This design comes from an exercise in tuning for small area, a short achievable clock period and few clock cycles per item on the open sky130 flow, not from production work.
Where RTL was checked, it was by simulation tests only, not by an equivalence proof against the original.
Power is estimated from default activity; no workload was simulated.

// contone_block_enc
module contone_block_enc (
    input  wire       clk,
    input  wire       rst,           
    input  wire       in_valid,
    output wire       in_ready,
    input  wire [7:0] in_cur,        
    input  wire [7:0] in_prev,       
    input  wire       in_sol,        
    output wire       out_valid,
    input  wire       out_ready,
    output wire [7:0] out_data,
    output wire       out_last       
);
    localparam integer T  = 16;          
    localparam integer WS = 65;          
    localparam integer L  = WS + T;      
    function [7:0] zz;                   
        input [7:0] e;
        zz = {e[6:0], 1'b0} ^ {8{e[7]}};
    endfunction
    function [31:0] res4;
        input [7:0] c, w, n, nw;
        reg   [7:0] dw, dn, da, dg;
        reg   [8:0] da9;
        reg         wltn, gew, gen, lew, len;
        begin
            dw   = c - w;
            dn   = c - n;
            da9  = {c, 1'b1} - {1'b0, w} - {1'b0, n};     
            da   = da9[8:1];                              
            dg   = c - w - n + nw;
            wltn = w < n;
            gew  = nw >= w;
            gen  = nw >= n;
            lew  = nw <= w;
            len  = nw <= n;
            res4[7:0]   = dw;
            res4[15:8]  = dn;
            res4[23:16] = da;
            res4[31:24] = (gew && gen) ? (wltn ? dw : dn) :
                          (lew && len) ? (wltn ? dn : dw) : dg;
        end
    endfunction
    function [26:0] code_of;
        input       raw;
        input [7:0] v;
        input [2:0] k;
        reg   [7:0]  q;
        reg   [15:0] tl, cs, cl;
        reg   [4:0]  qk;
        reg          esc, lg;
        begin
  ...
Size in the first run: roughly 7900 cells after synthesis, ~32 I/O pins, ~83000 um^2 of cells after synthesis.
==> flow/config.mk <==
export PLATFORM = sky130hd
export DESIGN_NAME = contone_block_enc
export DESIGN_NICKNAME = contone_block_enc
export VERILOG_FILES = /design/flow/design.v
export SDC_FILE = /design/flow/constraint.sdc
export NUM_CORES = 4
export LEC_CHECK = 0
export CAP_MARGIN = 20
export CORE_MARGIN = 2
export CORE_UTILIZATION = 40
export SLEW_MARGIN = 20
==> flow/constraint.sdc <==
create_clock -name core_clock -period 17.0 [get_ports {clk}]
set_input_delay 3.4000 -clock core_clock [delete_from_list [all_inputs] [get_ports {clk}]]
set_output_delay 3.4000 -clock core_clock [all_outputs]
set_load 0.01 [all_outputs]
standard.sh (not shown) runs the stock make flow with config.mk's settings and CLKGATE_MAP_FILE= SYNTH_SCRIPT=/design/flow/synth_recipe.tcl, a recipe that flattens the netlist after the stock synthesis.
==> flow/flow/run.sh <==
#!/bin/bash
# Standard layout, with timing repair aimed at a shorter period than the
# clock's (the clock and all constraints are unchanged), gate sizing not
# tied to the cell footprint, and larger clock-sink clusters.
set -euo pipefail
bash standard.sh SETUP_SLACK_MARGIN=12.3 MATCH_CELL_FOOTPRINT=0 CTS_CLUSTER_SIZE=24 CTS_CLUSTER_DIAMETER=100 finish > standard_flow.log 2>&1
The baseline ran to the end with no violations.
Rerun with:
==> flow/flow/run.sh (replaced) <==
#!/bin/bash
# Standard layout, with timing repair aimed at a shorter period than the
# clock's (the clock and all constraints are unchanged) and gate sizing not
# tied to the cell footprint.
set -euo pipefail
bash standard.sh SETUP_SLACK_MARGIN=12 MATCH_CELL_FOOTPRINT=0 finish > standard_flow.log 2>&1
Setup slack is better by 0.023 ns.
Sequential share of layout area came out lower by 1.5 points.
Final area came out higher by 3.2%.
Total power came out higher by 17%.
Clock-buffer cell count came out higher by 132.
Die area does not change.
Wire length came out lower by 2.7%.
Fmax came out higher by 0.46%.
Utilization came out higher by 1.4 points.
Clock power came out higher by 66%.
No run of this note included a check of the RTL's function; only the layout flow was run.

---

== try-willow ==
Another version of the RTL of contone_block_enc (not shown whole).
For scale: ~2000 flip-flops, about 32 I/O pins, about 78000 µm² of cells after synthesis.
==> flow/config.mk <==
export PLATFORM = sky130hd
export DESIGN_NAME = contone_block_enc
export DESIGN_NICKNAME = contone_block_enc
export VERILOG_FILES = /design/flow/design.v
export SDC_FILE = /design/flow/constraint.sdc
export NUM_CORES = 4
export LEC_CHECK = 0
export CAP_MARGIN = 20
export CORE_MARGIN = 2
export CORE_UTILIZATION = 40
export SLEW_MARGIN = 20
==> flow/constraint.sdc <==
create_clock -name core_clock -period 17.0 [get_ports {clk}]
set_input_delay 3.4000 -clock core_clock [delete_from_list [all_inputs] [get_ports {clk}]]
set_output_delay 3.4000 -clock core_clock [all_outputs]
set_load 0.01 [all_outputs]
==> flow/flow/run.sh <==
#!/bin/bash
# Standard layout, with timing repair aimed at a shorter period than the
# clock's (the clock and all constraints are unchanged), gate sizing not
# tied to the cell footprint, and larger clock-sink clusters.
set -euo pipefail
bash standard.sh SETUP_SLACK_MARGIN=12.45 MATCH_CELL_FOOTPRINT=0 CORE_UTILIZATION=55 CTS_CLUSTER_SIZE=24 CTS_CLUSTER_DIAMETER=100 finish > standard_flow.log 2>&1
try-willow ended with every stage complete and zero timing, DRC or antenna violations.
Testbench counts of try-willow, summed over its fixed seeds: cycles 167,146, blocks 2,560.
> inputs changed (try-willow -> try-raven)
==> flow/flow/run.sh <==
#!/bin/bash
# Standard layout, with timing repair aimed at a shorter period than the
# clock's (the clock and all constraints are unchanged), gate sizing not
# tied to the cell footprint, and larger clock-sink clusters.
set -euo pipefail
bash standard.sh SETUP_SLACK_MARGIN=12.6 MATCH_CELL_FOOTPRINT=0 CTS_CLUSTER_SIZE=24 CTS_CLUSTER_DIAMETER=100 finish > standard_flow.log 2>&1
==> comparison <==
On clock period minus final worst setup slack, the lower figure sits with try-raven, not try-willow.
Relative to try-willow, the cell area measured on try-raven has increased by a few percent.
In try-raven, the number of well taps came out 34% above the value in try-willow.
In the reports for try-willow and try-raven, the smaller layout overhead on the synthesized area belongs to try-willow.
Relative to try-willow, the final wirelength measured on try-raven has increased slightly.
Row met1 demand-to-capacity share in global routing: try-raven lower / try-willow higher
Min number of clock-tree buffers in the layout across try-willow and try-raven: try-raven
In try-raven, the global-route usage came out 6.6 points below the value in try-willow.
The via count normalized by instance count in try-willow is 1.06 times that in try-raven.
What try-sierra does differently from try-raven at the input level:
==> flow/flow/run.sh <==
#!/bin/bash
# Standard layout, with timing repair aimed at a shorter period than the
# clock's (the clock and all constraints are unchanged), gate sizing not
# tied to the cell footprint, and larger clock-sink clusters.
set -euo pipefail
bash standard.sh SETUP_SLACK_MARGIN=12.45 MATCH_CELL_FOOTPRINT=0 CORE_UTILIZATION=65 CTS_CLUSTER_SIZE=24 CTS_CLUSTER_DIAMETER=100 finish > standard_flow.log 2>&1
Findings:
- try-sierra ended up with a higher met2 layer usage reported by global route than try-raven did.
- Count of clock-buffer cells in the layout ended up 1 higher on try-sierra than on try-raven.
- [try-sierra] share of the core filled with cells in the final layout rose 26 points relative to try-raven
- The data arrival time of the worst path in try-sierra was higher than what try-raven gave.
- The average detailed-routed wire length per instance in try-sierra was higher than what try-raven gave.
- Of try-sierra and try-raven, the run reporting the higher wire length reported by the detailed router was try-raven.
- try-sierra vs try-raven: global-route usage up
- try-sierra ended up with a higher actual transition at the worst max-transition pin than try-raven did.
- Of try-sierra and try-raven, try-sierra shows the higher sequential share of layout area, with try-raven below it.
- Cmp try-sierra vs try-raven: post-route standard cell area excluding fillers lower in try-sierra
- The power density relative to cell area in try-sierra was higher than what try-raven gave.
Setup changes, try-sierra to try-amber
==> flow/flow/run.sh <==
#!/bin/bash
# Standard layout, with timing repair aimed at a shorter period than the
# clock's (the clock and all constraints are unchanged), gate sizing not
# tied to the cell footprint, and larger clock-sink clusters.
set -euo pipefail
bash standard.sh SETUP_SLACK_MARGIN=12.45 MATCH_CELL_FOOTPRINT=0 CTS_CLUSTER_SIZE=24 CTS_CLUSTER_DIAMETER=100 finish > standard_flow.log 2>&1
Notes after the runs:
Going from try-sierra to try-amber, slew of the pin with the lowest slew margin fell 0.096 ns; cell area rose 1600 µm²; fraction of area in clock buffers and inverters about even. ~same share of the cycle needed by the critical path after routing in try-sierra and try-amber. Between try-sierra and try-amber, wire length of the first global-routing pass increased. | overall power consumption | higher: try-amber |. The via count was comparable across try-sierra and try-amber. Highest clock rate across try-sierra and try-amber: no real change. STATUS routed wire length: try-amber loses against try-sierra.

---

## run A
contone_block_enc, a different RTL version from the one above (not shown whole).
Size: about 7200 cells after synthesis, ~0.076 mm² of cells after synthesis.
==> flow/config.mk <==
export PLATFORM = sky130hd
export DESIGN_NAME = contone_block_enc
export DESIGN_NICKNAME = contone_block_enc
export VERILOG_FILES = /design/flow/design.v
export SDC_FILE = /design/flow/constraint.sdc
export NUM_CORES = 4
export LEC_CHECK = 0
export CAP_MARGIN = 20
export CORE_MARGIN = 2
export CORE_UTILIZATION = 40
export SLEW_MARGIN = 20
==> flow/constraint.sdc <==
create_clock -name core_clock -period 17.0 [get_ports {clk}]
set_input_delay 3.4000 -clock core_clock [delete_from_list [all_inputs] [get_ports {clk}]]
set_output_delay 3.4000 -clock core_clock [all_outputs]
set_load 0.01 [all_outputs]
==> flow/flow/run.sh <==
#!/bin/bash
# Standard layout, with timing repair aimed at a shorter period than the
# clock's (the clock and all constraints are unchanged), gate sizing not
# tied to the cell footprint, and larger clock-sink clusters.
set -euo pipefail
bash standard.sh SETUP_SLACK_MARGIN=12.45 MATCH_CELL_FOOTPRINT=0 GPL_TIMING_DRIVEN=1 CTS_CLUSTER_SIZE=24 CTS_CLUSTER_DIAMETER=100 finish > standard_flow.log 2>&1
Run A finished every stage and its layout cleared the timing, DRC and antenna checks.
Testbench counts of run A, summed over its fixed seeds: cycles 167,102, blocks 2,560.
Changes in run B relative to run A:
==> flow/flow/run.sh <==
#!/bin/bash
# Standard layout, with timing repair aimed at a shorter period than the
# clock's (the clock and all constraints are unchanged), gate sizing not
# tied to the cell footprint, and larger clock-sink clusters.
set -euo pipefail
bash standard.sh SETUP_SLACK_MARGIN=12.45 MATCH_CELL_FOOTPRINT=0 CTS_CLUSTER_SIZE=24 CTS_CLUSTER_DIAMETER=100 finish > standard_flow.log 2>&1
## What came out
From run B to run A, arithmetic-cell share of the synthesized area counting full adders, half adders and majority gates did not move at all.
Total die area came out exactly the same in run A and run B.
Reported for run A and run B, cell area turned out identical to the last digit.
From run A to run B, fraction of area in registers did not move at all.
Re worst-case reg-to-reg path depth: no difference whatsoever between run B and run A.
In terms of total I/O pin count, run A and run B differ only marginally.
Going from run A to run B, total congestion overflow roughly the same, detailed-route wire length on metal 1 roughly the same, post-route antenna net violation count roughly the same, number of diodes roughly the same.

-- what the ideal ports hide --
No port has a modelled driver above. Below, the same layouts with a new extraction and two added sets of constraints.
Step 1, drivers: a clkbuf_16 drives clk and a buf_2 each remaining input, both assumed.
Step 2 also shifts input and output timing later by t, the mid clock arrival at the registers, as if the neighbouring blocks saw the same clock.
Slacks: no drivers / after step 1 / after step 2; pairs: no drivers / after step 1.
run | shift t [ns] | setup WS [ns] | worst setup path at the end | latest minus earliest clock arrival (ns)
the first run of note 1 | 0.828 | 12.017 / 12.017 / 11.736 | input to register | 0.067 / 0.067
the second run of note 1 | 0.904 | 12.040 / 12.040 / 11.750 | input to register | 0.073 / 0.073
try-willow | 0.828 | 12.390 / 12.315 / 11.996 | input to register | 0.081 / 0.082
try-raven | 0.831 | 12.457 / 12.361 / 11.998 | input to register | 0.100 / 0.099
try-sierra | 0.799 | 12.404 / 12.329 / 11.982 | input to register | 0.088 / 0.088
try-amber | 0.827 | 12.400 / 12.305 / 12.231 | input to register | 0.043 / 0.043
run A | 0.839 | 12.386 / 12.317 / 12.002 | input to register | 0.071 / 0.071
run B | 0.839 | 12.386 / 12.317 / 12.002 | input to register | 0.071 / 0.071
After both steps setup and hold are still met in every run listed. For try-raven, which loses most, drivers alone change the setup slack by -0.096 ns; drivers and shift together by -0.459 ns.
